Source: an optimization exercise on an open RTL-to-GDS flow (aim: small area and a short achievable clock period). Production flows keep margins and buffers that such runs may drop.
In this exercise RTL edits were held to simulation tests only and were not proved equivalent to the original.
No run shown here takes its clock network from TritonCTS; it comes from the design's own scripts or RTL.
The clock input has no modelled driver; a real chip could not lean on it and would need a root buffer or a full tree.

$ cat flow/config.mk
export PLATFORM = sky130hd
export DESIGN_NAME = fehel_flit_rx
export DESIGN_NICKNAME = fehel_flit_rx
export VERILOG_FILES = /design/flow/design.v
export SDC_FILE = /design/flow/constraint.sdc
export NUM_CORES = 4
export LEC_CHECK = 0
export CAP_MARGIN = 20
export CORE_MARGIN = 2
export CORE_UTILIZATION = 55
export SLEW_MARGIN = 20
$ cat flow/constraint.sdc
create_clock -name core_clock -period 12.0 [get_ports {clk}]
set_input_delay 2.4000 -clock core_clock [delete_from_list [all_inputs] [get_ports {clk}]]
set_output_delay 2.4000 -clock core_clock [all_outputs]
set_load 0.01 [all_outputs]
$ cat flow/design.v
module fehel_flit_rx (
    input  wire        clk,
    input  wire        rst,
    input  wire        in_valid,
    input  wire [63:0] in_data,
    output reg         res_valid,
    output reg         res_crc_ok,
    output wire        res_ctrl,
    output wire [3:0]  res_err,        
    output wire [4:0]  res_msgs,
    output wire [19:0] res_vc_slots,   
    output wire [11:0] res_fseq,
    output wire [11:0] res_fack
);
    reg  [63:0] u;
    wire [63:0] m_u;
    wire x64 = u[39] ^ u[59];
    wire x65 = u[0] ^ u[56];
    wire x66 = u[46] ^ u[51];
    wire x67 = u[47] ^ u[52];
    wire x68 = u[4] ^ u[58];
    wire x69 = u[8] ^ u[43];
    wire x70 = u[9] ^ u[44];
    wire x71 = u[21] ^ u[26];
    wire x72 = u[15] ^ u[45];
    wire x73 = u[22] ^ u[27];
    wire x74 = u[40] ^ u[60];
    wire x75 = u[41] ^ u[61];
    wire x76 = u[18] ^ u[32];
    wire x77 = u[19] ^ u[33];
    wire x78 = u[20] ^ u[34];
    wire x79 = u[50] ^ u[54];
    wire x80 = u[5] ^ u[12];
    wire x81 = u[48] ^ u[55];
    wire x82 = u[35] ^ u[63];
    wire x83 = u[16] ^ u[53];
    wire x84 = u[6] ^ u[29];
    wire x85 = u[7] ^ u[28];
    wire x86 = u[13] ^ u[49];
    wire x87 = u[10] ^ u[62];
    wire x88 = u[17] ^ u[42];
    wire x89 = u[23] ^ u[30];
    wire x90 = u[24] ^ u[31];
    wire x91 = u[25] ^ x76;
    wire x92 = u[11] ^ x66;
    wire x93 = u[14] ^ u[57];
    wire x94 = u[36] ^ x73;
    wire x95 = x67 ^ x72;
    wire x96 = x64 ^ x68;
    wire x97 = x71 ^ x82;
    wire x98 = u[1] ^ x69;
    wire x99 = u[2] ^ x70;
    wire x100 = u[38] ^ x65;
    wire x101 = x74 ^ x80;
    wire x102 = x77 ^ x79;
    wire x103 = x81 ^ x83;
    wire x104 = u[3] ^ x75;
    wire x105 = u[37] ^ x90;
    wire x106 = u[29] ^ x85;
    wire x107 = u[43] ^ x84;
    wire x108 = u[50] ^ x81;
    wire x109 = u[62] ^ x89;
    wire x110 = u[58] ^ x86;
    wire x111 = u[26] ^ x88;
    wire x112 = u[24] ^ x91;
    wire x113 = u[45] ^ x70;
    wire x114 = u[55] ^ x78;
    wire x115 = u[25] ^ u[42];
    wire x116 = x65 ^ x92;
    wire x117 = u[12] ^ u[37];
    wire x118 = u[10] ^ x100;
    wire x119 = u[7] ^ u[30];
    wire x120 = u[57] ^ x77;
    wire x121 = u[14] ^ x87;
    wire x122 = u[31] ^ x72;
    wire x123 = u[17] ^ x75;
    wire x124 = u[22] ^ u[36];
    wire x125 = x67 ^ x74;
    wire x126 = u[11] ^ u[46];
    wire x127 = u[6] ^ x69;
    wire x128 = u[51] ^ x94;
    wire x129 = u[19] ^ u[63];
    wire x130 = u[27] ^ u[56];
    wire x131 = u[44] ^ x64;
    wire x132 = u[20] ^ x90;
    wire x133 = u[4] ^ u[28];
    wire x134 = u[23] ^ x105;
    wire x135 = u[48] ^ x99;
    wire x136 = x71 ^ x88;
    wire x137 = u[5] ^ u[38];
    wire x138 = u[53] ^ x93;
    wire x139 = x84 ^ x96;
    wire x140 = u[16] ^ u[59];
    wire x141 = u[32] ^ x101;
    wire x142 = u[34] ^ x87;
    wire x143 = u[54] ^ x83;
    wire x144 = u[5] ^ x82;
    wire x145 = u[49] ^ x68;
    wire x146 = u[13] ^ x78;
    wire x147 = u[28] ^ u[45];
    wire x148 = u[0] ^ u[47];
    wire x149 = u[1] ^ u[11];
    wire x150 = u[6] ^ x85;
    wire x151 = u[16] ^ x93;
    wire x152 = u[40] ^ x80;
    wire x153 = u[3] ^ x103;
    wire x154 = x86 ^ x91;
    wire x155 = x73 ^ x104;
    wire x156 = u[35] ^ x71;
    wire x157 = u[9] ^ x97;
    wire x158 = u[30] ^ x116;
    wire x159 = x94 ^ x95;
    wire x160 = u[31] ^ u[33];
    wire x161 = u[60] ^ x102;
    wire x162 = x66 ^ x78;
    wire x163 = u[12] ^ u[53];
    wire x164 = u[3] ^ u[61];
    wire x165 = u[47] ^ x118;
    wire x166 = u[18] ^ u[25];
    wire x167 = u[42] ^ x65;
    wire x168 = u[26] ^ x107;
    wire x169 = u[39] ^ x108;
    wire x170 = u[56] ^ x68;
    wire x171 = u[52] ^ x66;
    wire x172 = x89 ^ x130;
    wire x173 = u[4] ^ x64;
    wire x174 = u[41] ^ x89;
    wire x175 = x67 ^ x98;
    wire x176 = x85 ^ x114;
    wire x177 = u[57] ^ x69;
    wire x178 = u[37] ^ x133;
    wire x179 = x83 ^ x121;
    wire x180 = u[41] ^ x76;
    wire x181 = u[48] ^ x70;
    wire x182 = u[63] ^ x92;
    wire x183 = x77 ^ x111;
    wire x184 = u[15] ^ x67;
    wire x185 = x145 ^ x161;
    wire x186 = u[8] ^ u[22];
    wire x187 = u[14] ^ x97;
    wire x188 = x65 ^ x125;
    wire x189 = u[40] ^ x79;
    wire x190 = u[23] ^ x95;
    wire x191 = x79 ^ x96;
    wire x192 = u[24] ^ u[47];
    wire x193 = u[1] ^ x86;
    wire x194 = x104 ^ x113;
    wire x195 = u[28] ^ u[46];
    wire x196 = x73 ^ x113;
    wire x197 = x102 ^ x119;
    wire x198 = u[10] ^ u[23];
    wire x199 = u[21] ^ u[35];
    wire x200 = x87 ^ x124;
    wire x201 = u[13] ^ x106;
    wire x202 = u[0] ^ x147;
    wire x203 = u[19] ^ u[21];
    wire x204 = u[10] ^ x82;
    wire x205 = x98 ^ x120;
    wire x206 = u[17] ^ x78;
    wire x207 = u[13] ^ x128;
    wire x208 = u[18] ^ x101;
    wire x209 = u[38] ^ x72;
    wire x210 = x109 ^ x149;
    wire x211 = u[2] ^ x75;
    wire x212 = u[15] ^ x129;
    wire x213 = x131 ^ x211;
    wire x214 = x151 ^ x152;
    wire x215 = u[11] ^ x80;
    wire x216 = u[56] ^ x91;
    wire x217 = x85 ^ x132;
    wire x218 = x128 ^ x216;
    wire x219 = u[52] ^ u[53];
    wire x220 = u[54] ^ x84;
    wire x221 = x101 ^ x134;
    wire x222 = x133 ^ x135;
    wire x223 = u[30] ^ x112;
    wire x224 = x102 ^ x176;
    wire x225 = x110 ^ x138;
    wire x226 = u[8] ^ x115;
    wire x227 = x92 ^ x156;
    wire x228 = x121 ^ x139;
    wire x229 = x106 ^ x114;
    wire x230 = x140 ^ x141;
    wire x231 = u[39] ^ x95;
    wire x232 = u[40] ^ x137;
    wire x233 = u[55] ^ x123;
    wire x234 = x70 ^ x178;
    wire x235 = u[39] ^ x84;
    wire x236 = x100 ^ x183;
    wire x237 = x142 ^ x181;
    wire x238 = x143 ^ x182;
    wire x239 = u[37] ^ x144;
    wire x240 = u[41] ^ x162;
    wire x241 = u[45] ^ x117;
    wire x242 = u[59] ^ u[62];
    wire x243 = u[61] ^ x88;
    wire x244 = x68 ^ x186;
    wire x245 = x143 ^ x146;
    wire x246 = u[7] ^ u[31];
    wire x247 = u[14] ^ x126;
    wire x248 = u[15] ^ u[27];
    wire x249 = u[42] ^ u[49];
    wire x250 = u[57] ^ x98;
    wire x251 = u[12] ^ x147;
    wire x252 = u[16] ^ x110;
    wire x253 = u[25] ^ x79;
    wire x254 = x127 ^ x160;
    wire x255 = u[29] ^ x111;
    wire x256 = u[59] ^ x76;
    wire x257 = u[2] ^ x69;
    wire x258 = u[27] ^ x95;
    wire x259 = u[26] ^ x146;
    wire x260 = u[31] ^ x83;
    wire x261 = x125 ^ x196;
    wire x262 = u[13] ^ u[58];
    wire x263 = u[19] ^ u[43];
    wire x264 = u[20] ^ x115;
    wire x265 = u[44] ^ x95;
    wire x266 = u[7] ^ x64;
    wire x267 = u[60] ^ x103;
    wire x268 = u[8] ^ u[32];
    wire x269 = u[34] ^ u[39];
    wire x270 = u[46] ^ u[54];
    wire x271 = u[49] ^ x150;
    wire x272 = x198 ^ x269;
    wire x273 = u[9] ^ u[18];
    wire x274 = u[35] ^ u[53];
    wire x275 = x75 ^ x126;
    wire x276 = x108 ^ x200;
    wire x277 = u[36] ^ x116;
    wire x278 = u[58] ^ x117;
    wire x279 = u[20] ^ x88;
    wire x280 = u[63] ^ x163;
    wire x281 = x81 ^ x166;
    wire x282 = x96 ^ x279;
    wire x283 = x171 ^ x202;
    wire x284 = u[38] ^ x117;
    wire x285 = x109 ^ x159;
    wire x286 = u[47] ^ x204;
    wire x287 = x64 ^ x79;
    wire x288 = x103 ^ x110;
    wire x289 = u[9] ^ x80;
    wire x290 = u[62] ^ x140;
    wire x291 = x112 ^ x123;
    wire x292 = u[6] ^ x166;
    wire x293 = u[50] ^ x87;
    wire x294 = u[63] ^ x73;
    wire x295 = u[17] ^ u[57];
    wire x296 = u[38] ^ x86;
    wire x297 = u[0] ^ x122;
    wire x298 = x80 ^ x118;
    wire x299 = u[44] ^ x184;
    wire x300 = u[60] ^ x76;
    wire x301 = u[61] ^ x99;
    wire x302 = x193 ^ x301;
    wire x303 = x72 ^ x81;
    wire x304 = x99 ^ x109;
    wire x305 = u[58] ^ x78;
    wire x306 = x105 ^ x173;
    wire x307 = x115 ^ x205;
    wire x308 = u[62] ^ x135;
    wire x309 = u[37] ^ x157;
    wire x310 = x74 ^ x154;
    wire x311 = u[22] ^ x98;
    wire x312 = u[7] ^ x155;
    wire x313 = u[51] ^ x167;
    wire x314 = u[33] ^ x74;
    wire x315 = u[2] ^ u[29];
    wire x316 = u[34] ^ x74;
    wire x317 = x64 ^ x94;
    wire x318 = x93 ^ x131;
    wire x319 = x93 ^ x170;
    wire x320 = x209 ^ x168;
    wire x321 = x169 ^ x208;
    wire x322 = x210 ^ x319;
    wire x323 = x207 ^ x320;
    wire x324 = x321 ^ x322;
    wire x325 = x323 ^ x324;
    wire x326 = x105 ^ x110;
    wire x327 = x150 ^ x171;
    wire x328 = x172 ^ x212;
    wire x329 = x213 ^ x214;
    wire x330 = x326 ^ x327;
    wire x331 = x328 ^ x329;
    wire x332 = x330 ^ x331;
    wire x333 = x111 ^ x173;
    wire x334 = x174 ^ x215;
    wire x335 = x153 ^ x175;
    wire x336 = x217 ^ x333;
    wire x337 = x334 ^ x218;
    wire x338 = x335 ^ x336;
    wire x339 = x337 ^ x338;
    wire x340 = x69 ^ x130;
    wire x341 = x219 ^ x120;
    wire x342 = x136 ^ x220;
    wire x343 = x340 ^ x154;
    wire x344 = x341 ^ x342;
    wire x345 = x221 ^ x222;
    wire x346 = x343 ^ x344;
    wire x347 = x345 ^ x346;
    wire x348 = u[10] ^ x137;
    wire x349 = x113 ^ x348;
    wire x350 = x155 ^ x168;
    wire x351 = x225 ^ x349;
    wire x352 = x223 ^ x224;
    wire x353 = x350 ^ x351;
    wire x354 = x352 ^ x353;
    wire x355 = u[44] ^ x122;
    wire x356 = x172 ^ x226;
    wire x357 = x227 ^ x355;
    wire x358 = x356 ^ x224;
    wire x359 = x228 ^ x357;
    wire x360 = x358 ^ x359;
    wire x361 = x90 ^ x177;
    wire x362 = x157 ^ x159;
    wire x363 = x229 ^ x361;
    wire x364 = x158 ^ x230;
    wire x365 = x362 ^ x363;
    wire x366 = x364 ^ x365;
    wire x367 = u[50] ^ x69;
    wire x368 = x160 ^ x91;
    wire x369 = x232 ^ x367;
    wire x370 = x179 ^ x227;
    wire x371 = x231 ^ x233;
    wire x372 = x234 ^ x368;
    wire x373 = x369 ^ x370;
    wire x374 = x371 ^ x372;
    wire x375 = x373 ^ x374;
    wire x376 = x152 ^ x180;
    wire x377 = x235 ^ x159;
    wire x378 = x237 ^ x376;
    wire x379 = x236 ^ x238;
    wire x380 = x377 ^ x378;
    wire x381 = x379 ^ x380;
    wire x382 = x124 ^ x100;
    wire x383 = x106 ^ x111;
    wire x384 = x184 ^ x179;
    wire x385 = x239 ^ x240;
    wire x386 = x382 ^ x383;
    wire x387 = x185 ^ x384;
    wire x388 = x385 ^ x386;
    wire x389 = x387 ^ x388;
    wire x390 = x242 ^ x241;
    wire x391 = x243 ^ x244;
    wire x392 = x187 ^ x188;
    wire x393 = x245 ^ x390;
    wire x394 = x391 ^ x392;
    wire x395 = x393 ^ x394;
    wire x396 = u[45] ^ x163;
    wire x397 = x123 ^ x189;
    wire x398 = x396 ^ x139;
    wire x399 = x157 ^ x397;
    wire x400 = x158 ^ x398;
    wire x401 = x399 ^ x400;
    wire x402 = u[41] ^ u[42];
    wire x403 = u[48] ^ x246;
    wire x404 = x402 ^ x247;
    wire x405 = x403 ^ x118;
    wire x406 = x168 ^ x190;
    wire x407 = x191 ^ x404;
    wire x408 = x405 ^ x406;
    wire x409 = x407 ^ x408;
    wire x410 = x119 ^ x192;
    wire x411 = x248 ^ x249;
    wire x412 = x92 ^ x103;
    wire x413 = x131 ^ x410;
    wire x414 = x411 ^ x141;
    wire x415 = x250 ^ x412;
    wire x416 = x413 ^ x414;
    wire x417 = x415 ^ x416;
    wire x418 = x123 ^ x251;
    wire x419 = x253 ^ x135;
    wire x420 = x188 ^ x252;
    wire x421 = x254 ^ x418;
    wire x422 = x419 ^ x420;
    wire x423 = x421 ^ x422;
    wire x424 = u[7] ^ x66;
    wire x425 = x108 ^ x138;
    wire x426 = x142 ^ x193;
    wire x427 = x256 ^ x424;
    wire x428 = x194 ^ x255;
    wire x429 = x425 ^ x426;
    wire x430 = x427 ^ x428;
    wire x431 = x429 ^ x430;
    wire x432 = u[18] ^ u[42];
    wire x433 = x82 ^ x432;
    wire x434 = x121 ^ x257;
    wire x435 = x433 ^ x258;
    wire x436 = x434 ^ x158;
    wire x437 = x185 ^ x435;
    wire x438 = x436 ^ x437;
    wire x439 = u[14] ^ u[18];
    wire x440 = x129 ^ x164;
    wire x441 = x195 ^ x439;
    wire x442 = x100 ^ x109;
    wire x443 = x260 ^ x440;
    wire x444 = x441 ^ x139;
    wire x445 = x259 ^ x442;
    wire x446 = x443 ^ x261;
    wire x447 = x444 ^ x445;
    wire x448 = x446 ^ x447;
    wire x449 = x79 ^ x124;
    wire x450 = x163 ^ x262;
    wire x451 = x263 ^ x92;
    wire x452 = x97 ^ x132;
    wire x453 = x150 ^ x256;
    wire x454 = x449 ^ x450;
    wire x455 = x233 ^ x451;
    wire x456 = x452 ^ x453;
    wire x457 = x454 ^ x165;
    wire x458 = x455 ^ x456;
    wire x459 = x457 ^ x458;
    wire x460 = u[32] ^ u[37];
    wire x461 = u[59] ^ x68;
    wire x462 = x71 ^ x460;
    wire x463 = x127 ^ x232;
    wire x464 = x264 ^ x461;
    wire x465 = x462 ^ x197;
    wire x466 = x265 ^ x463;
    wire x467 = x464 ^ x465;
    wire x468 = x466 ^ x467;
    wire x469 = x71 ^ x137;
    wire x470 = x266 ^ x469;
    wire x471 = x196 ^ x240;
    wire x472 = x254 ^ x267;
    wire x473 = x470 ^ x471;
    wire x474 = x472 ^ x473;
    wire x475 = u[56] ^ x199;
    wire x476 = x268 ^ x270;
    wire x477 = x243 ^ x272;
    wire x478 = x475 ^ x476;
    wire x479 = x271 ^ x477;
    wire x480 = x478 ^ x261;
    wire x481 = x479 ^ x480;
    wire x482 = u[23] ^ u[33];
    wire x483 = u[40] ^ u[45];
    wire x484 = x192 ^ x273;
    wire x485 = x274 ^ x482;
    wire x486 = x483 ^ x106;
    wire x487 = x177 ^ x275;
    wire x488 = x484 ^ x485;
    wire x489 = x276 ^ x486;
    wire x490 = x487 ^ x488;
    wire x491 = x489 ^ x490;
    wire x492 = u[29] ^ u[49];
    wire x493 = u[54] ^ x129;
    wire x494 = x192 ^ x492;
    wire x495 = x174 ^ x226;
    wire x496 = x278 ^ x493;
    wire x497 = x494 ^ x237;
    wire x498 = x495 ^ x496;
    wire x499 = x277 ^ x497;
    wire x500 = x498 ^ x499;
    wire x501 = u[15] ^ u[49];
    wire x502 = x273 ^ x501;
    wire x503 = x144 ^ x264;
    wire x504 = x502 ^ x128;
    wire x505 = x134 ^ x188;
    wire x506 = x503 ^ x228;
    wire x507 = x504 ^ x505;
    wire x508 = x506 ^ x507;
    wire x509 = u[21] ^ u[51];
    wire x510 = u[52] ^ u[55];
    wire x511 = x65 ^ x73;
    wire x512 = x75 ^ x129;
    wire x513 = x509 ^ x510;
    wire x514 = x96 ^ x241;
    wire x515 = x511 ^ x512;
    wire x516 = x513 ^ x112;
    wire x517 = x179 ^ x201;
    wire x518 = x514 ^ x515;
    wire x519 = x516 ^ x517;
    wire x520 = x518 ^ x519;
    wire x521 = u[27] ^ u[36];
    wire x522 = x521 ^ x102;
    wire x523 = x127 ^ x280;
    wire x524 = x281 ^ x282;
    wire x525 = x283 ^ x522;
    wire x526 = x523 ^ x524;
    wire x527 = x525 ^ x526;
    wire x528 = x78 ^ x126;
    wire x529 = x203 ^ x138;
    wire x530 = x181 ^ x284;
    wire x531 = x528 ^ x191;
    wire x532 = x271 ^ x529;
    wire x533 = x530 ^ x285;
    wire x534 = x531 ^ x532;
    wire x535 = x533 ^ x534;
    wire x536 = u[20] ^ u[21];
    wire x537 = x66 ^ x186;
    wire x538 = x536 ^ x106;
    wire x539 = x209 ^ x287;
    wire x540 = x537 ^ x286;
    wire x541 = x288 ^ x538;
    wire x542 = x539 ^ x221;
    wire x543 = x540 ^ x541;
    wire x544 = x542 ^ x543;
    wire x545 = x71 ^ x270;
    wire x546 = x145 ^ x289;
    wire x547 = x290 ^ x545;
    wire x548 = x250 ^ x258;
    wire x549 = x546 ^ x547;
    wire x550 = x291 ^ x548;
    wire x551 = x549 ^ x550;
    wire x552 = u[5] ^ u[59];
    wire x553 = x148 ^ x195;
    wire x554 = x262 ^ x552;
    wire x555 = x99 ^ x292;
    wire x556 = x293 ^ x294;
    wire x557 = x553 ^ x554;
    wire x558 = x183 ^ x267;
    wire x559 = x555 ^ x556;
    wire x560 = x557 ^ x558;
    wire x561 = x559 ^ x560;
    wire x562 = u[30] ^ x148;
    wire x563 = x164 ^ x295;
    wire x564 = x152 ^ x200;
    wire x565 = x212 ^ x296;
    wire x566 = x562 ^ x563;
    wire x567 = x176 ^ x191;
    wire x568 = x564 ^ x565;
    wire x569 = x566 ^ x567;
    wire x570 = x568 ^ x569;
    wire x571 = u[20] ^ u[30];
    wire x572 = u[41] ^ x140;
    wire x573 = x571 ^ x94;
    wire x574 = x97 ^ x177;
    wire x575 = x284 ^ x572;
    wire x576 = x297 ^ x573;
    wire x577 = x574 ^ x575;
    wire x578 = x576 ^ x577;
    wire x579 = u[62] ^ x76;
    wire x580 = x107 ^ x108;
    wire x581 = x122 ^ x136;
    wire x582 = x579 ^ x214;
    wire x583 = x234 ^ x580;
    wire x584 = x581 ^ x158;
    wire x585 = x582 ^ x583;
    wire x586 = x584 ^ x585;
    wire x587 = u[1] ^ u[17];
    wire x588 = u[31] ^ x66;
    wire x589 = x119 ^ x587;
    wire x590 = x107 ^ x120;
    wire x591 = x180 ^ x294;
    wire x592 = x588 ^ x589;
    wire x593 = x252 ^ x265;
    wire x594 = x590 ^ x591;
    wire x595 = x592 ^ x298;
    wire x596 = x593 ^ x594;
    wire x597 = x595 ^ x596;
    wire x598 = u[4] ^ x66;
    wire x599 = x242 ^ x94;
    wire x600 = x257 ^ x260;
    wire x601 = x598 ^ x141;
    wire x602 = x229 ^ x299;
    wire x603 = x599 ^ x600;
    wire x604 = x236 ^ x601;
    wire x605 = x602 ^ x603;
    wire x606 = x604 ^ x605;
    wire x607 = u[21] ^ u[28];
    wire x608 = u[33] ^ u[48];
    wire x609 = x295 ^ x607;
    wire x610 = x608 ^ x172;
    wire x611 = x235 ^ x300;
    wire x612 = x609 ^ x175;
    wire x613 = x194 ^ x239;
    wire x614 = x245 ^ x610;
    wire x615 = x611 ^ x612;
    wire x616 = x613 ^ x614;
    wire x617 = x615 ^ x616;
    wire x618 = u[43] ^ x80;
    wire x619 = x85 ^ x90;
    wire x620 = x248 ^ x274;
    wire x621 = x136 ^ x272;
    wire x622 = x618 ^ x619;
    wire x623 = x620 ^ x116;
    wire x624 = x161 ^ x621;
    wire x625 = x622 ^ x302;
    wire x626 = x623 ^ x624;
    wire x627 = x625 ^ x626;
    wire x628 = u[2] ^ u[11];
    wire x629 = u[35] ^ u[44];
    wire x630 = x84 ^ x87;
    wire x631 = x164 ^ x628;
    wire x632 = x629 ^ x114;
    wire x633 = x151 ^ x189;
    wire x634 = x251 ^ x630;
    wire x635 = x631 ^ x112;
    wire x636 = x175 ^ x632;
    wire x637 = x633 ^ x634;
    wire x638 = x207 ^ x635;
    wire x639 = x636 ^ x637;
    wire x640 = x638 ^ x639;
    wire x641 = u[3] ^ u[17];
    wire x642 = u[25] ^ u[41];
    wire x643 = x68 ^ x77;
    wire x644 = x117 ^ x219;
    wire x645 = x641 ^ x642;
    wire x646 = x303 ^ x643;
    wire x647 = x644 ^ x645;
    wire x648 = x187 ^ x201;
    wire x649 = x304 ^ x646;
    wire x650 = x647 ^ x277;
    wire x651 = x648 ^ x649;
    wire x652 = x650 ^ x651;
    wire x653 = u[0] ^ x87;
    wire x654 = x249 ^ x125;
    wire x655 = x127 ^ x287;
    wire x656 = x305 ^ x653;
    wire x657 = x134 ^ x153;
    wire x658 = x182 ^ x654;
    wire x659 = x655 ^ x656;
    wire x660 = x657 ^ x658;
    wire x661 = x659 ^ x660;
    wire x662 = u[5] ^ x70;
    wire x663 = x97 ^ x220;
    wire x664 = x266 ^ x662;
    wire x665 = x225 ^ x663;
    wire x666 = x664 ^ x285;
    wire x667 = x291 ^ x665;
    wire x668 = x666 ^ x667;
    wire x669 = x201 ^ x306;
    wire x670 = x238 ^ x298;
    wire x671 = x307 ^ x669;
    wire x672 = x670 ^ x671;
    wire x673 = u[4] ^ u[8];
    wire x674 = x79 ^ x673;
    wire x675 = x206 ^ x674;
    wire x676 = x190 ^ x675;
    wire x677 = x218 ^ x308;
    wire x678 = x676 ^ x677;
    wire x679 = u[5] ^ u[18];
    wire x680 = u[24] ^ u[49];
    wire x681 = x198 ^ x679;
    wire x682 = x680 ^ x120;
    wire x683 = x681 ^ x153;
    wire x684 = x283 ^ x682;
    wire x685 = x309 ^ x683;
    wire x686 = x684 ^ x685;
    wire x687 = u[17] ^ u[24];
    wire x688 = u[26] ^ u[54];
    wire x689 = x86 ^ x87;
    wire x690 = x89 ^ x263;
    wire x691 = x687 ^ x688;
    wire x692 = x101 ^ x138;
    wire x693 = x162 ^ x281;
    wire x694 = x689 ^ x690;
    wire x695 = x691 ^ x231;
    wire x696 = x692 ^ x693;
    wire x697 = x694 ^ x695;
    wire x698 = x696 ^ x697;
    wire x699 = u[19] ^ x130;
    wire x700 = x132 ^ x189;
    wire x701 = x275 ^ x292;
    wire x702 = x699 ^ x187;
    wire x703 = x288 ^ x299;
    wire x704 = x700 ^ x701;
    wire x705 = x702 ^ x703;
    wire x706 = x704 ^ x705;
    wire x707 = x85 ^ x137;
    wire x708 = x148 ^ x149;
    wire x709 = x203 ^ x107;
    wire x710 = x143 ^ x174;
    wire x711 = x707 ^ x708;
    wire x712 = x282 ^ x709;
    wire x713 = x710 ^ x711;
    wire x714 = x310 ^ x712;
    wire x715 = x713 ^ x714;
    wire x716 = u[14] ^ x81;
    wire x717 = x84 ^ x132;
    wire x718 = x136 ^ x716;
    wire x719 = x197 ^ x208;
    wire x720 = x213 ^ x311;
    wire x721 = x717 ^ x718;
    wire x722 = x719 ^ x720;
    wire x723 = x721 ^ x722;
    wire x724 = x203 ^ x114;
    wire x725 = x122 ^ x127;
    wire x726 = x304 ^ x313;
    wire x727 = x724 ^ x725;
    wire x728 = x310 ^ x312;
    wire x729 = x726 ^ x727;
    wire x730 = x728 ^ x729;
    wire x731 = u[4] ^ u[23];
    wire x732 = u[32] ^ u[46];
    wire x733 = u[52] ^ x77;
    wire x734 = x731 ^ x732;
    wire x735 = x97 ^ x151;
    wire x736 = x167 ^ x293;
    wire x737 = x733 ^ x734;
    wire x738 = x194 ^ x217;
    wire x739 = x311 ^ x735;
    wire x740 = x736 ^ x737;
    wire x741 = x738 ^ x739;
    wire x742 = x740 ^ x741;
    wire x743 = u[6] ^ u[8];
    wire x744 = u[14] ^ u[46];
    wire x745 = x743 ^ x744;
    wire x746 = x99 ^ x136;
    wire x747 = x146 ^ x280;
    wire x748 = x314 ^ x745;
    wire x749 = x169 ^ x746;
    wire x750 = x747 ^ x748;
    wire x751 = x165 ^ x223;
    wire x752 = x749 ^ x750;
    wire x753 = x751 ^ x752;
    wire x754 = u[25] ^ u[36];
    wire x755 = u[38] ^ u[55];
    wire x756 = x84 ^ x89;
    wire x757 = x148 ^ x199;
    wire x758 = x246 ^ x754;
    wire x759 = x755 ^ x104;
    wire x760 = x142 ^ x289;
    wire x761 = x756 ^ x757;
    wire x762 = x758 ^ x759;
    wire x763 = x760 ^ x761;
    wire x764 = x185 ^ x762;
    wire x765 = x763 ^ x764;
    wire x766 = u[6] ^ u[61];
    wire x767 = x119 ^ x149;
    wire x768 = x268 ^ x766;
    wire x769 = x144 ^ x767;
    wire x770 = x768 ^ x259;
    wire x771 = x276 ^ x306;
    wire x772 = x313 ^ x769;
    wire x773 = x770 ^ x771;
    wire x774 = x772 ^ x773;
    wire x775 = u[33] ^ u[52];
    wire x776 = x119 ^ x315;
    wire x777 = x775 ^ x122;
    wire x778 = x244 ^ x776;
    wire x779 = x154 ^ x169;
    wire x780 = x777 ^ x778;
    wire x781 = x309 ^ x779;
    wire x782 = x780 ^ x781;
    wire x783 = u[9] ^ u[12];
    wire x784 = x86 ^ x126;
    wire x785 = x783 ^ x142;
    wire x786 = x300 ^ x784;
    wire x787 = x139 ^ x153;
    wire x788 = x205 ^ x297;
    wire x789 = x785 ^ x786;
    wire x790 = x787 ^ x788;
    wire x791 = x789 ^ x790;
    wire x792 = x170 ^ x206;
    wire x793 = x247 ^ x197;
    wire x794 = x286 ^ x792;
    wire x795 = x230 ^ x302;
    wire x796 = x793 ^ x794;
    wire x797 = x795 ^ x796;
    wire x798 = u[40] ^ x89;
    wire x799 = x160 ^ x315;
    wire x800 = x96 ^ x98;
    wire x801 = x156 ^ x206;
    wire x802 = x798 ^ x799;
    wire x803 = x155 ^ x800;
    wire x804 = x801 ^ x802;
    wire x805 = x165 ^ x803;
    wire x806 = x804 ^ x805;
    wire x807 = u[3] ^ u[5];
    wire x808 = u[42] ^ u[57];
    wire x809 = x90 ^ x199;
    wire x810 = x807 ^ x808;
    wire x811 = x180 ^ x316;
    wire x812 = x809 ^ x810;
    wire x813 = x210 ^ x317;
    wire x814 = x811 ^ x812;
    wire x815 = x222 ^ x813;
    wire x816 = x814 ^ x815;
    wire x817 = u[2] ^ x77;
    wire x818 = x115 ^ x124;
    wire x819 = x104 ^ x107;
    wire x820 = x145 ^ x202;
    wire x821 = x204 ^ x817;
    wire x822 = x818 ^ x134;
    wire x823 = x141 ^ x819;
    wire x824 = x820 ^ x821;
    wire x825 = x822 ^ x823;
    wire x826 = x824 ^ x825;
    wire x827 = x162 ^ x167;
    wire x828 = x278 ^ x303;
    wire x829 = x314 ^ x112;
    wire x830 = x318 ^ x827;
    wire x831 = x828 ^ x312;
    wire x832 = x829 ^ x830;
    wire x833 = x831 ^ x832;
    wire x834 = x75 ^ x195;
    wire x835 = x156 ^ x170;
    wire x836 = x290 ^ x296;
    wire x837 = x316 ^ x834;
    wire x838 = x190 ^ x835;
    wire x839 = x836 ^ x837;
    wire x840 = x307 ^ x838;
    wire x841 = x839 ^ x840;
    wire x842 = u[24] ^ u[43];
    wire x843 = u[46] ^ u[50];
    wire x844 = u[60] ^ x75;
    wire x845 = x83 ^ x93;
    wire x846 = x148 ^ x842;
    wire x847 = x843 ^ x144;
    wire x848 = x305 ^ x844;
    wire x849 = x845 ^ x846;
    wire x850 = x255 ^ x317;
    wire x851 = x847 ^ x848;
    wire x852 = x849 ^ x308;
    wire x853 = x850 ^ x851;
    wire x854 = x852 ^ x853;
    wire x855 = u[22] ^ u[29];
    wire x856 = u[55] ^ x86;
    wire x857 = x88 ^ x164;
    wire x858 = x855 ^ x97;
    wire x859 = x178 ^ x215;
    wire x860 = x253 ^ x856;
    wire x861 = x857 ^ x318;
    wire x862 = x858 ^ x859;
    wire x863 = x860 ^ x165;
    wire x864 = x861 ^ x862;
    wire x865 = x863 ^ x864;
    assign m_u[0] = x325;
    assign m_u[1] = x332;
    assign m_u[2] = x339;
    assign m_u[3] = x347;
    assign m_u[4] = x354;
    assign m_u[5] = x360;
    assign m_u[6] = x366;
    assign m_u[7] = x375;
    assign m_u[8] = x381;
    assign m_u[9] = x389;
    assign m_u[10] = x395;
    assign m_u[11] = x401;
    assign m_u[12] = x409;
    assign m_u[13] = x417;
    assign m_u[14] = x423;
    assign m_u[15] = x431;
    assign m_u[16] = x438;
    assign m_u[17] = x448;
    assign m_u[18] = x459;
    assign m_u[19] = x468;
    assign m_u[20] = x474;
    assign m_u[21] = x481;
    assign m_u[22] = x491;
    assign m_u[23] = x500;
    assign m_u[24] = x508;
    assign m_u[25] = x520;
    assign m_u[26] = x527;
    assign m_u[27] = x535;
    assign m_u[28] = x544;
    assign m_u[29] = x551;
    assign m_u[30] = x561;
    assign m_u[31] = x570;
    assign m_u[32] = x578;
    assign m_u[33] = x586;
    assign m_u[34] = x597;
    assign m_u[35] = x606;
    assign m_u[36] = x617;
    assign m_u[37] = x627;
    assign m_u[38] = x640;
    assign m_u[39] = x652;
    assign m_u[40] = x661;
    assign m_u[41] = x668;
    assign m_u[42] = x672;
    assign m_u[43] = x678;
    assign m_u[44] = x686;
    assign m_u[45] = x698;
    assign m_u[46] = x706;
    assign m_u[47] = x715;
    assign m_u[48] = x723;
    assign m_u[49] = x730;
    assign m_u[50] = x742;
    assign m_u[51] = x753;
    assign m_u[52] = x765;
    assign m_u[53] = x774;
    assign m_u[54] = x782;
    assign m_u[55] = x791;
    assign m_u[56] = x797;
    assign m_u[57] = x806;
    assign m_u[58] = x816;
    assign m_u[59] = x826;
    assign m_u[60] = x833;
    assign m_u[61] = x841;
    assign m_u[62] = x854;
    assign m_u[63] = x865;
    reg  [5:0]  beat;
    wire        first = (beat == 6'd0);
    always @(posedge clk) begin
        if (in_valid)
            u <= (m_u | {64{first}}) ^ in_data;
    end
    wire crc_good = &u;
    reg        hdr_ev;     
    reg        slot_ev;    
    reg        last_ev;    
    reg  [7:0] op_r;
    reg  [4:0] len_r;
    wire [5:0] beat_inc   = beat + 6'd1;
    wire       slot_beat  = beat[0] && (beat != 6'd63);
    wire       last_beat  = (beat == 6'd63);
    always @(posedge clk) begin
        op_r    <= in_data[7:0];
        len_r   <= in_data[12:8];
        hdr_ev  <= !rst && in_valid && first;
        slot_ev <= !rst && in_valid && slot_beat;
        last_ev <= !rst && in_valid && last_beat;
        if (rst || in_valid)
            beat <= beat_inc & {6{!rst}};
    end
    reg  [11:0] fseq;
    reg  [11:0] fack;
    reg         ctrl;
    reg         ftype_err;
    wire [3:0]  h_ftype = ~u[63:60];
    wire [4:0]  h_cont  = ~u[35:31];
    wire        h_data  = (h_ftype == 4'h0);
    always @(posedge clk) begin
        if (hdr_ev) begin
            fseq      <= ~u[59:48];
            fack      <= ~u[47:36];
            ctrl      <= (h_ftype == 4'h1);
            ftype_err <= (h_ftype > 4'h1);
        end
    end
    function op_known;
        input [7:0] op;
        begin
            case (op)
                8'h00, 8'h01, 8'h02, 8'h03, 8'h04, 8'h05,
                8'h10, 8'h11, 8'h12, 8'h13, 8'h14, 8'h1F,
                8'h20, 8'h21, 8'h22, 8'h23, 8'h24, 8'h25, 8'h2F,
                8'h30, 8'h31, 8'h32, 8'h33,
                8'h40, 8'h41, 8'h4F: op_known = 1'b1;
                default:             op_known = 1'b0;
            endcase
        end
    endfunction
    function len_ok;
        input [7:0] op;
        input [4:0] len;
        begin
            case (op)
                8'h10, 8'h21, 8'h30: len_ok = (len == 5'd4);
                8'h11, 8'h40:        len_ok = (len == 5'd16);
                8'h12:               len_ok = (len >= 5'd1) && (len <= 5'd16);
                8'h22:               len_ok = (len == 5'd5);
                8'h25, 8'h33:        len_ok = (len <= 5'd16);
                8'h32:               len_ok = (len == 5'd0) || (len == 5'd4);
                default:             len_ok = (len == 5'd0);
            endcase
        end
    endfunction
    reg         walking;
    reg  [4:0]  rem;
    reg         counted;
    reg  [1:0]  cur_vc;
    reg         cont_err;
    reg         opcode_err;
    reg         len_err;
    reg  [4:0]  msgs;
    reg  [4:0]  vc0, vc1, vc2, vc3;
    reg  [4:0]  carry;
    reg  [1:0]  carry_vc;
    wire        rem_nz  = (rem != 5'd0);
    wire        known   = op_known(op_r);
    wire        lok     = len_ok(op_r, len_r);
    wire        has_vc  = (op_r[7:4] != 4'h0);
    wire [1:0]  op_vc   = op_r[5:4] - 2'd1;
    wire        step    = slot_ev && walking;
    wire        s_cont  = step && rem_nz;
    wire        s_msg   = step && !rem_nz && known && lok;
    wire        inc     = (s_cont && counted) || (s_msg && has_vc);
    wire [1:0]  inc_vc  = rem_nz ? cur_vc : op_vc;
    always @(posedge clk) begin
        if (hdr_ev) begin
            walking    <= h_data;
            rem        <= h_data ? h_cont : 5'd0;
            cont_err   <= h_data && (h_cont != carry);
            counted    <= h_data && (h_cont == carry);
            cur_vc     <= carry_vc;
            opcode_err <= 1'b0;
            len_err    <= 1'b0;
            msgs       <= 5'd0;
            vc0        <= 5'd0;
            vc1        <= 5'd0;
            vc2        <= 5'd0;
            vc3        <= 5'd0;
        end else if (step) begin
            if (rem_nz) begin
                rem <= rem - 5'd1;
            end else if (!known) begin
                opcode_err <= 1'b1;
                walking    <= 1'b0;
            end else if (!lok) begin
                len_err    <= 1'b1;
                walking    <= 1'b0;
            end else begin
                rem <= len_r;
                if (op_r != 8'h00)
                    msgs <= msgs + 5'd1;
                counted <= has_vc;
                if (has_vc)
                    cur_vc <= op_vc;
            end
            if (inc && inc_vc == 2'd0) vc0 <= vc0 + 5'd1;
            if (inc && inc_vc == 2'd1) vc1 <= vc1 + 5'd1;
            if (inc && inc_vc == 2'd2) vc2 <= vc2 + 5'd1;
            if (inc && inc_vc == 2'd3) vc3 <= vc3 + 5'd1;
        end
    end
    wire any_err = ftype_err | cont_err | opcode_err | len_err;
    wire carry_ld = last_ev && crc_good && (any_err || !ctrl);
    always @(posedge clk) begin
        res_crc_ok <= crc_good;
        res_valid  <= !rst && last_ev;
        if (rst || carry_ld) begin
            carry    <= (any_err || rst) ? 5'd0 : rem;
            carry_vc <= (any_err || rst) ? 2'd0 : cur_vc;
        end
    end
    assign res_ctrl     = ctrl;
    assign res_err      = {len_err, opcode_err, cont_err, ftype_err};
    assign res_msgs     = msgs;
    assign res_vc_slots = {vc3, vc2, vc1, vc0};
    assign res_fseq     = fseq;
    assign res_fack     = fack;
endmodule
$ cat flow/flow/run.sh
#!/bin/bash
# Layout: the standard ORFS flow (standard.sh), with these changes:
#  - every port gets a plain buf_1 as its port buffer;
#  - clock tree: two short levels of clock buffers (flow/cts_manual.tcl,
#    8 leaf buffers under 4 root buffers);
#  - the timing repair after CTS and after global routing aims for a setup
#    slack margin of 8.75 ns.
#  Placement settings: PLACE_DENSITY=0.7. Repair settings: none.
# Each make call's output goes to its own make_*.log; ORFS keeps each tool's
# log under orfs/logs/.
set -euo pipefail
H=$PWD
B="BUFFER_PORTS_ARGS=-buffer_cell sky130_fd_sc_hd__buf_1"
C="PRE_CTS_TCL=$H/flow/cts_manual.tcl"
bash standard.sh "$B" "$C" synth > make_synth.log 2>&1
bash standard.sh "$B" "$C" PLACE_DENSITY=0.7 floorplan place > make_place.log 2>&1
bash standard.sh "$B" "$C" PLACE_DENSITY=0.7 SETUP_SLACK_MARGIN=8.75  cts > make_cts.log 2>&1
bash standard.sh "$B" "$C" PLACE_DENSITY=0.7 SETUP_SLACK_MARGIN=8.75  finish > make_finish.log 2>&1
$ cat flow/flow/cts_manual.tcl
# Sourced by ORFS's cts.tcl as PRE_CTS_TCL. Replaces clock_tree_synthesis
# with a short two-level clock tree: the registers are split by location
# into NLEAF groups of equal size (halving by x, then by y, ...), each driven
# by a leaf clock buffer at the group's centre; the leaf buffers are split
# the same way into NROOT groups, each driven by a root clock buffer at its
# centre. The clock port feeds only the NROOT root buffers, and every
# register sees exactly one root and one leaf buffer.

proc mcts_split { items n } {
  set groups [list $items]
  set axis 0
  while { [llength $groups] < $n } {
    set ng {}
    foreach g $groups {
      set s [lsort -integer -index $axis $g]
      set h [expr { [llength $s] / 2 }]
      lappend ng [lrange $s 0 [expr { $h - 1 }]] [lrange $s $h end]
    }
    set groups $ng
    set axis [expr { 1 - $axis }]
  }
  return $groups
}

proc mcts_drive { block master name in_net group } {
  # group: list of {x y iterm}; returns {cx cy A-iterm}
  set sx 0; set sy 0
  foreach s $group { incr sx [lindex $s 0]; incr sy [lindex $s 1] }
  set n [llength $group]
  set cx [expr { $sx / $n }]
  set cy [expr { $sy / $n }]
  set inst [odb::dbInst_create $block $master $name]
  set net [odb::dbNet_create $block "${name}_net"]
  $net setSigType CLOCK
  [$inst findITerm X] connect $net
  foreach s $group {
    set it [lindex $s 2]
    $it disconnect
    $it connect $net
  }
  $inst setLocation [expr { $cx - [$master getWidth] / 2 }] [expr { $cy - [$master getHeight] / 2 }]
  $inst setPlacementStatus PLACED
  set a [$inst findITerm A]
  $a connect $in_net
  puts "manual_cts: $name drives $n pins at ($cx, $cy)"
  return [list $cx $cy $a]
}

proc manual_cts { } {
  set nleaf 8
  set nroot 4
  if { [info exists ::env(MCTS_NLEAF)] } { set nleaf $::env(MCTS_NLEAF) }
  if { [info exists ::env(MCTS_NROOT)] } { set nroot $::env(MCTS_NROOT) }
  set block [ord::get_db_block]
  set db [ord::get_db]
  set leafcell sky130_fd_sc_hd__clkbuf_16
  set rootcell sky130_fd_sc_hd__clkbuf_16
  if { [info exists ::env(MCTS_LEAF)] } { set leafcell $::env(MCTS_LEAF) }
  if { [info exists ::env(MCTS_ROOT)] } { set rootcell $::env(MCTS_ROOT) }
  set leafm [$db findMaster $leafcell]
  set rootm [$db findMaster $rootcell]
  set clk_net [$block findNet clk]
  set sinks {}
  foreach it [$clk_net getITerms] {
    set bb [[$it getInst] getBBox]
    lappend sinks [list [expr { ([$bb xMin] + [$bb xMax]) / 2 }] \
                        [expr { ([$bb yMin] + [$bb yMax]) / 2 }] $it]
  }
  set leaves {}
  set k 0
  foreach g [mcts_split $sinks $nleaf] {
    lappend leaves [mcts_drive $block $leafm "clkbuf_leaf_$k" $clk_net $g]
    incr k
  }
  set k 0
  foreach g [mcts_split $leaves $nroot] {
    mcts_drive $block $rootm "clkbuf_root_$k" $clk_net $g
    incr k
  }
  $clk_net setSigType CLOCK
  set_propagated_clock [all_clocks]
}

rename clock_tree_synthesis orig_clock_tree_synthesis
proc clock_tree_synthesis { args } {
  manual_cts
}
$ cat flow/standard.sh
#!/bin/bash
# synth_recipe.tcl (not shown) runs the flow's synth.tcl, then flattens the netlist and writes it again
# the make line also repeats each setting of config.mk as NAME=value (left out here)
make -C /OpenROAD-flow-scripts/flow DESIGN_CONFIG=/design/flow/config.mk WORK_HOME=/design/flow/orfs CLKGATE_MAP_FILE= SYNTH_SCRIPT=/design/flow/synth_recipe.tcl "${@:-finish}"
==> metrics.md, run 1 <==
| Metric | Value |
|---|---|
| R2R cell count | 8 |
| Kind of critical path | flop to flop |
| Layout fillers | 2246 |
| Yosys top cell by area | xnor2_1 |
| Shortest period the worst path allows | 3290 ps |
| Worst path cell trace | xor2_4 -> xnor2_2 -> xnor2_1 -> xnor2_1 -> xnor2_1 -> xnor2_1 -> nor2_1 -> xnor2_1 |
| CP Launch Point | u[43] |
| Die area | around 0.028 mm² |
| Top cells by area, synth | xnor2_1 (39%), edfxtp_1 (23%), xor2_1 (11%), dfxtp_1 (6.3%), nor2_1 (2.5%) |
| Compound-Gate Fraction of Synth Area | 3.47% |
| Dpl ws | 7650 ps |
| Final worst setup slack | 8710 ps |
| Number of flops mapped to enable cells by yosys | 113 |
| Status | complete, no violations |
| Critical Path AT | 3330 ps |
| Worst r2r src | u[43] |
| Hold/Removal Path Class | flop to flop |
| GR Overflow Total | 0 |
| Starting Density | ~56% |
| DR DRC count | 0 |
| Share of cells above drive strength 1 | 12.3% |
| Seq/Total Area, Yosys | 29.3% |
| Slew Viols, Final | 0 |
| Synth Warn # | 1 |
| Vias in the first global route | around 11k |
| Relative slew slack | 31.8% |
| Max Clk Rate | 304 MHz |
| Die width | 168 µm |
| FF-to-FF End | u[19] |
| Most used cell, CP | xnor2_1 |
| Setup crit end | u[19] |
| Num ports | 123 |
| Largest family of logic cells by synthesized area | XOR/XNOR gates |
| Initial antenna violation count | 0 |
| Largest net degree at the start of global routing | 63 |
| Synthesized Nets | around 1.5k |
| Slowest Stage Delay on Critical Path | 780 ps |
| Simple-Gate Fraction of Synth Area | 7.34% |
| CP required | 12040 ps |
| Routed vias | between 10k and 15k |
| First-pass DRT Iterations | 5 |
| Die Y | between 150 and 200 µm |
| Final instance area | 0.0166 mm² |
| Synth async-reset ratio | 0% |
| Nets@finish | 1666 |
| Flop2flop setup slack | 8710 ps |
| Synth cell types | 62 |
| WL final | 56.4 mm |
| Crit Path Max Fanout | 6 |
| Most numerous cell in the Yosys netlist | xnor2_1 |
| Clock transition at path regs | 120 ps |
| First-pass GRT wire length | 78.6 mm |
| Top cell type's share of synthesized area | about two fifths |
| Area Growth Syn to Fin | 12.6% |
| Syn Std Cell Area | 0.0147 mm² |
| Diode count | 0 |
| Drt wl/cell | 29.4 µm |
| RePlAce Congestion | approximately 1.1 |
| Crit start category | flop |
| Iter 0 DRT Violations | 1349 |
| Synth Area in Adders | 1.19% |
| Mapped Cells | 1462 |
| Total track usage | 39.8% |
| Area of the core | 0.0262 mm² |
| Final ANT Viol Nets | 0 |
| Unrepaired setup endpoints after global routing | true |
| Ys flop type | edfxtp_1 |
| Area after DPL | 0.0154 mm² |
| Worst Skew | 45.8 ps |
| CTS Hold Buffers Added | 0 |
| CP Capture Type | flop |
| Via density | 5.77 |
| Crit-path slowest cell | edfxtp_1 |
| Worst-Margin Slew | 1020 ps |
| Clock insertion delay at the later pin of the skew report | 320 ps |
| Rows | just under 60 |
| Final Setup Violations | 0 |
| Final hold violations | 0 |
| Syn avg cell area | between 10 and 15 µm² |
| Top cells by count, synth | xnor2_1 (649), xor2_1 (185), edfxtp_1 (113) |
| Hpwl dp | around 43 mm |
| Worst hold slack | 504 ps |
| Post-synthesis mux area share | 0.646% |
| Register bit count reported by yosys | 159 |
| PortBufs | 122 |
| Synth Area in XOR/XNOR | between 50% and 60% |
| Setup TNS | 0 ps |
| Post-route clock period utilization | about 27% |
| Max-cap viol count | 0 |
[worst min path at each step]
stage,startpoint,to,cells after the start
after global placement,msgs[4],msgs[4],2
final,msgs[3],msgs[3],2
after detailed placement,msgs[4],msgs[4],2
after global routing,msgs[2],msgs[2],2
after CTS,msgs[4],msgs[4],2
after floorplan,last_ev,res_valid,1
[sequential cells by signal (all words and copies together) (netlist names), 2 cells and up, named ones only]
register  cells
u            64
fack         12
fseq         12
op_r          8
beat          6
carry         5
len_r         5
msgs          5
rem           5
vc0           5
vc1           5
vc2           5
vc3           5
carry_vc      2
cur_vc        2
[per-layer routing]
metal	share of wire, %	up-vias	track usage (%)
met3	11	164	7.26
li1	-	4899	-
met2	43	708	60.9
met4	7.1	0	22.6
met1	39	5303	53.1
met5	0	-	0
[metrics by stage]
stage,cells,utilization (%)
3_3_place_gp,1858,58.7
2_1_floorplan,1462,-
6_report,1918,63.2
4_1_cts,1894,61.7
3_5_place_dp,1858,58.7
5_1_grt,1918,63.2
[critical path: cells and delay by family, from the launching register on]
| family | cells | cell delay, ps |
|---|---|---|
| xor+xnor | 7 | 2120 |
| flops | 1 | 780 |
| simple gates | 1 | 120 |
[what timing repair did]
| action | CTS | global route |
|---|---|---|
| setup endpoints to repair | 101 | 74 |
| resized for setup | 37 | 47 |
| buffers inserted | 24 | 24 |
| pin swaps | 4 | 2 |
[cell families (layout without fill, tap and decap cells)]
group,after synthesis,in the layout
DFF,159,159
adders and majority gates,14,14
buffers and inverters,126,247
AOI/OAI and AO/OA,65,65
xor gates and xnor gates,867,867
muxes,9,9
and+or+nand+nor,222,222
[cell type report]
cell class / count / area (µm²) / area share [%]
Timing Repair Buffer: 193 / 1120 / 6.77
Sequential cell: 159 / 4330 / 26.1
Multi-Input combinational cell: 1177 / 10200 / 61.8
Inverter: 42 / 158 / 0.951
Buffer: 12 / 300 / 1.81
Tap cell: 335 / 419 / 2.53
[cell usage in the layout, fill, tap and decap left out, drive strengths merged, types with 2 or more instances in the layout]
master,instances
a2111oi,2
a211o,2
a211oi,4
a21o,5
a21oi,16
a22o,2
a31o,5
a31oi,5
and2,6
and3,5
and3b,2
buf,179
clkbuf,26
dfxtp,46
edfxtp,113
ha,14
inv,41
mux2,4
mux2i,5
nand2,27
nand2b,2
nand3,16
nand3b,3
nand4,21
nor2,98
nor2b,7
nor3,9
nor3b,3
nor4,5
nor4b,3
o2111ai,2
o211ai,3
o21ai,8
o31ai,7
or2,3
or3,5
or4,5
xnor2,663
xnor3,9
xor2,194
==> run 2, diff against run 1 <==
--- a/flow/flow/run.sh
+++ b/flow/flow/run.sh
@@ -6,3 +6,3 @@
 #  - the timing repair after CTS and after global routing aims for a setup
-#    slack margin of 8.75 ns.
+#    slack margin of 8.8 ns.
 #  Placement settings: PLACE_DENSITY=0.7. Repair settings: none.
@@ -16,3 +16,3 @@
 bash standard.sh "$B" "$C" PLACE_DENSITY=0.7 floorplan place > make_place.log 2>&1
-bash standard.sh "$B" "$C" PLACE_DENSITY=0.7 SETUP_SLACK_MARGIN=8.75  cts > make_cts.log 2>&1
-bash standard.sh "$B" "$C" PLACE_DENSITY=0.7 SETUP_SLACK_MARGIN=8.75  finish > make_finish.log 2>&1
+bash standard.sh "$B" "$C" PLACE_DENSITY=0.7 SETUP_SLACK_MARGIN=8.8  cts > make_cts.log 2>&1
+bash standard.sh "$B" "$C" PLACE_DENSITY=0.7 SETUP_SLACK_MARGIN=8.8  finish > make_finish.log 2>&1
==> metrics.md, run 2 <==
| Metric | Value |
|---|---|
| Clock transition at path regs | roughly 120 ps |
| Status | complete, no violations |
| Initial antenna violation count | 1 |
| CP Capture Type | primary output |
| Area of the core | between 0.02 and 0.03 mm² |
| CTS Hold Buffers Added | 0 |
| Number of flops mapped to enable cells by yosys | 113 |
| Diode count | 0 |
| Syn Std Cell Area | around 0.015 mm² |
| Slew Viols, Final | 0 |
| Worst hold slack | 489 ps |
| PortBufs | 122 |
| Synth cell types | 62 |
| First-pass GRT wire length | around 79 mm |
| Hpwl dp | around 43 mm |
| Most frequent cells in the layout | xnor2_1 (623), xor2_1 (170), edfxtp_1 (113) |
| Worst Skew | 44.7 ps |
| Synth Warn # | 1 |
| Synthesized Nets | 1543 |
| Final Setup Violations | 0 |
| Via density | 5.73 |
| Hold/Removal Path Class | flop to flop |
| Max Clk Rate | approximately 310 MHz |
| Rows | 59 |
| Num ports | around 120 |
| Starting Density | 56.2% |
| Unrepaired setup endpoints after global routing | true |
| Iter 0 DRT Violations | 1327 |
| First-pass DRT Iterations | 6 |
| Inst Count DP | 1858 |
| Ys flop type | edfxtp_1 |
| Top delay family on crit path | flip-flops |
| R2R cell count | 7 |
| Final hold violations | 0 |
| Syn avg cell area | 10.1 µm² |
| Layout fillers | between 2k and 2.5k |
| Top cells by count, synth | xnor2_1 (649), xor2_1 (185), edfxtp_1 (113) |
| Register bit count reported by yosys | 159 |
| CP required | 9600 ps |
| Die Y | between 150 and 200 µm |
| Worst path cell trace | clkbuf_2 |
| Yosys top cell by area | xnor2_1 |
| Crit Path Max Fanout | 1 |
| DR DRC count | 0 |
| Die width | ~170 µm |
| WL final | 57.1 mm |
| Largest net degree at the start of global routing | 63 |
| Max-cap viol count | 0 |
| RePlAce Congestion | 1.08 |
| Synth async-reset ratio | 0% |
| Area after DPL | 0.0154 mm² |
| Routed vias | about 11k |
| Critical Path AT | 840 ps |
| Setup TNS | 0 ps |
| Largest register FFs | 64 |
| Final instance area | 0.0170 mm² |
| Largest registers | u (64), fack (12), fseq (12) |
| GR Overflow Total | 0 |
| Drt wl/cell | around 30 µm |
| Crit-path slowest cell | edfxtp_1 |
| Mapped Cells | 1462 |
| Total track usage | between 40% and 50% |
| Slowest Stage Delay on Critical Path | about 400 ps |
| Worst hold stages | 2 |
| Vias in the first global route | 10.8k |
| Crit start category | flop |
| Top cells by area, synth | xnor2_1 (39%), edfxtp_1 (23%), xor2_1 (11%), dfxtp_1 (6.3%), nor2_1 (2.5%) |
| Top cell type's share of synthesized area | 38.6% |
| Final Util | between 60 and 70% |
| Share of cells above drive strength 1 | 16.9% |
| Commonest non-fill, non-tap cell in the layout | xnor2_1 |
| Critical path depth | 1 |
| Post-route clock period utilization | 27.0% |
| Shortest period the worst path allows | 3240 ps |
| Most numerous cell in the Yosys netlist | xnor2_1 |
| Nets@finish | 1694 |
| Layout Cells excl Fill | 1946 |
| Worst-Margin Slew | 1040 ps |
| Area Growth Syn to Fin | 15.2% |
| Seq/Total Area, Yosys | 29.3% |
| Die area | 0.0281 mm² |
| Kind of critical path | flop to primary output |
| Relative slew slack | 30.1% |
| Top reg by flops | u |
| Final ANT Viol Nets | 0 |
| WP buf/inv | 1 |
| Clock insertion delay at the later pin of the skew report | 320 ps |
-- run 2: timing repair --
| action | in CTS | in global routing |
|---|---|---|
| setup endpoints to repair | 165 | 91 |
| pin swaps | 5 | 5 |
| setup buffers | 34 | 42 |
| resized for setup | 80 | 62 |
-- run 2: cells by family after synthesis --
| kind of cell | share of synthesized area, % |
|---|---|
| AO/OA/AOI/OAI | 3.47 |
| buffers and inverters | 3.75 |
| XOR/XNOR | 54.3 |
| flip-flops | 29.3 |
| adder cells (fa/ha/maj) | 1.19 |
| AND/OR/NAND/NOR | 7.34 |
| multiplexers | 0.646 |
-- run 2: worst paths after layout --
path / from / end / slack (ps)
worst max-delay path: fack[4] / res_fack[4] / 8760
worst min-delay path: msgs[4] / msgs[4] / 490
worst max register to register: u[44] / u[21] / 8790
worst min register to register: msgs[4] / msgs[4] / 490
-- run 2: through the flow --
stage	worst slack [ps]
2_1_floorplan	8810
3_3_place_gp	7670
3_5_place_dp	7650
4_1_cts	8760
5_1_grt	8730
6_report	8760
-- run 2: routing by layer --
metal  part of all wire, %  vias to the layer above  routed length, µm  track usage [%]
met1                    39                     5336              22300             52.9
met5                 0.023                        -                 13                0
met3                    11                      178               6180             8.58
met4                   7.1                        2               4060             22.5
li1                      -                     4941                  -                -
met2                    43                      692              24600             61.5
-- run 2: final cells by class --
| class | instances | area (µm²) | area share (%) |
|---|---|---|---|
| well taps | 335 | 419 | 2.47 |
| repair buffers | 221 | 1410 | 8.29 |
| multi-input cells | 1177 | 10300 | 60.9 |
| inverters | 42 | 158 | 0.930 |
| flip-flops and latches | 159 | 4350 | 25.7 |
| plain buffers | 12 | 300 | 1.77 |
==> run 3, diff against run 2 <==
==> flow/flow/run.sh (replaced) <==
#!/bin/bash
# Layout: the standard ORFS flow (standard.sh), with these changes:
#  - every port gets a plain buf_1 as its port buffer;
#  - clock tree: two short levels of clock buffers (flow/cts_manual.tcl,
#    8 leaf buffers under 2 root buffers);
#  - the timing repair after CTS and after global routing aims for a setup
#    slack margin of 8.8 ns.
#  Placement settings: none. Repair settings: TNS_END_PERCENT=10.
# Each make call's output goes to its own make_*.log; ORFS keeps each tool's
# log under orfs/logs/.
set -euo pipefail
H=$PWD
B="BUFFER_PORTS_ARGS=-buffer_cell sky130_fd_sc_hd__buf_1"
C="PRE_CTS_TCL=$H/flow/cts_manual.tcl"
bash standard.sh "$B" "$C" synth > make_synth.log 2>&1
bash standard.sh "$B" "$C"  floorplan place > make_place.log 2>&1
bash standard.sh "$B" "$C"  SETUP_SLACK_MARGIN=8.8 TNS_END_PERCENT=10 cts > make_cts.log 2>&1
bash standard.sh "$B" "$C"  SETUP_SLACK_MARGIN=8.8 TNS_END_PERCENT=10 finish > make_finish.log 2>&1
--- a/flow/flow/cts_manual.tcl
+++ b/flow/flow/cts_manual.tcl
@@ -50,3 +50,3 @@
   set nleaf 8
-  set nroot 4
+  set nroot 2
   if { [info exists ::env(MCTS_NLEAF)] } { set nleaf $::env(MCTS_NLEAF) }
==> metrics.md, run 3 <==
| Metric | Value |
|---|---|
| Post-route clock period utilization | 28.2% |
| Setup TNS | 0 ps |
| Syn Std Cell Area | 0.0147 mm² |
| Routed vias | 10.9k |
| Slowest Stage Delay on Critical Path | around 960 ps |
| Vias in the first global route | 10.8k |
| Yosys top cell by area | xnor2_1 |
| Most frequent cells in the layout | xnor2_1 (631), xor2_1 (174), buf_1 (121) |
| Hold/Removal Path Class | flop to flop |
| Clock insertion delay at the later pin of the skew report | around 360 ps |
| CP required | 12130 ps |
| Kind of critical path | flop to flop |
| Critical Path AT | 3510 ps |
| Top cell type's share of synthesized area | 38.6% |
| Synthesized Nets | 1543 |
| Crit Path Max Fanout | 9 |
| First-pass DRT Iterations | 7 |
| First-pass GRT wire length | 75.3 mm |
| Crit start category | flop |
| Crit-path slowest cell | edfxtp_1 |
| Relative slew slack | roughly a quarter |
| Drt wl/cell | 27.7 µm |
| Diode count | 0 |
| Top reg by flops | u |
| CP Capture Type | flop |
| Area of the core | between 0.02 and 0.03 mm² |
| Seq/Total Area, Yosys | between 20% and 30% |
| DR DRC count | 0 |
| Status | complete, no violations |
| Initial antenna violation count | 0 |
| Register bit count reported by yosys | 159 |
| Mapped Cells | 1462 |
| Slew Viols, Final | 0 |
| Share of cells above drive strength 1 | 10.7% |
| Syn avg cell area | 10.1 µm² |
| Clock transition at path regs | around 90 ps |
| RePlAce Congestion | 1.13 |
| Worst path cell trace | xor2_2 -> xnor2_1 -> xnor2_1 -> xnor2_1 -> xnor2_1 -> xor2_1 -> nor2_1 -> xnor2_1 |
| Unrepaired setup endpoints after global routing | true |
| Largest register FFs | 64 |
| WL final | ~53 mm |
| Commonest non-fill, non-tap cell in the layout | xnor2_1 |
| Post-synthesis mux area share | 0.646% |
| Die Y | 168 µm |
| Synth Area in Adders | ~1.2% |
| Final instance area | about 0.016 mm² |
| Worst Skew | 61.4 ps |
| Largest registers | u (64), fack (12), fseq (12) |
| Top cells by area, synth | xnor2_1 (39%), edfxtp_1 (23%), xor2_1 (11%), dfxtp_1 (6.3%), nor2_1 (2.5%) |
| Max-cap viol count | 0 |
| Via density | about 5.7 |
| Largest family of logic cells by synthesized area | XOR/XNOR gates |
| Die area | around 0.028 mm² |
| Final hold violations | 0 |
| Final ANT Viol Nets | 0 |
| CTS Hold Buffers Added | 0 |
| Worst-Margin Slew | 1120 ps |
| Top cells by count, synth | xnor2_1 (649), xor2_1 (185), edfxtp_1 (113) |
| Compound-Gate Fraction of Synth Area | about 3.5% |
| Area after DPL | ~0.015 mm² |
| Starting Density | 56.2% |
| Most numerous cell in the Yosys netlist | xnor2_1 |
| Shortest period the worst path allows | 3380 ps |
| Most used cell, CP | xnor2_1 |
| Synth Warn # | 1 |
| Synth Area in XOR/XNOR | 54.3% |
| Final Setup Violations | 0 |
| Nets@finish | 1676 |
| Max Clk Rate | between 200 and 300 MHz |
| Synth cell types | 62 |
| Total track usage | 37.6% |
| Largest net degree at the start of global routing | 63 |
| Hpwl dp | 41.6 mm |
| Iter 0 DRT Violations | 1067 |
| Simple-Gate Fraction of Synth Area | 7.34% |
| PortBufs | 122 |
| Die width | 168 µm |
| Number of flops mapped to enable cells by yosys | 113 |
| GR Overflow Total | 0 |
| Num ports | 123 |
| Ys flop type | edfxtp_1 |
| Area Growth Syn to Fin | 11.8% |
| Synth async-reset ratio | 0% |
| Rows | a little under 60 |
[run 3: worst max-delay path: cells and delay by family, from the launching register on]
family / cells / cell delay (ps)
xor+xnor: 7 / 2110
flops: 1 / 960
simple gates: 1 / 70
[run 3: worst paths after layout]
path	cells after the start	slack, ps	from	endpoint
worst max-delay path	8	8620	u[56]	u[17]
worst max register to register	8	8620	u[56]	u[17]
worst min register to register	1	480	last_ev	res_valid
worst min-delay path	1	480	last_ev	res_valid
[run 3: per-layer routing]
layer / share of wire, % / global-route usage (%) / wire [µm] / vias to the layer above
met1: 37 / 46.8 / 20100 / 5151
met5: 0 / 0 / 0 / -
met3: 9.4 / 6.33 / 5030 / 189
met4: 8.2 / 24.0 / 4410 / 0
met2: 45 / 60.8 / 24000 / 635
li1: - / - / - / 4920
[run 3: area by class of cell]
class	count	area, µm²
flip-flops and latches	159	4320
repair buffers	205	1140
plain buffers	10	250
multi-input cells	1177	10200
inverters	42	158
fillers	2280	9750
well taps	335	419
[run 3: kinds of logic after synthesis]
logic type	after synthesis
XOR/XNOR	867
AND/OR/NAND/NOR	222
flip-flops	159
buffers and inverters	126
AO/OA/AOI/OAI	65
adder cells (fa/ha/maj)	14
multiplexers	9
[run 3: through the flow]
step	hold WS [ps]	setup slack, ps	std cells	utilization (%)
6_report	479	8620	1928	62.8
5_1_grt	508	8620	1928	62.8
4_1_cts	486	8610	1880	60.6
3_5_place_dp	475	7780	1859	58.8
3_3_place_gp	454	7830	1859	58.7
2_1_floorplan	439	8810	1462	-
[run 3: repair_timing]
| item | 4_1_cts | 5_1_grt |
|---|---|---|
| gates resized for setup | 19 | 24 |
| pin swaps | 2 | 3 |
| buffers inserted | 11 | 48 |
| endpoints found under the setup margin | 143 | 148 |

==> re-timing with driven ports <==
In the flow no input, the clock included, has a driving cell. The finished layouts below were timed again as built, in two steps.
Step 1 assumes that a clkbuf_16 drives the clock port and a buf_2 every other input.
Step 2 also shifts input and output timing later by t, the mid clock arrival at the registers, as if the neighbouring blocks saw the same clock.
a / b / c = ideal ports / drivers / drivers and shift; a / b = the first two.
run	t, ns	setup slack, ns	latest minus earliest clock arrival (ns)
run 1	0.412	8.710 / 8.639 / 8.492	0.046 / 0.047
run 2	0.413	8.759 / 8.638 / 8.486	0.045 / 0.045
run 3	0.407	8.618 / 8.613 / 8.435	0.062 / 0.062
After both steps every run listed still meets setup and hold. The setup slack of run 2, which loses most, moves by -0.121 ns with the drivers and by -0.273 ns with both steps.
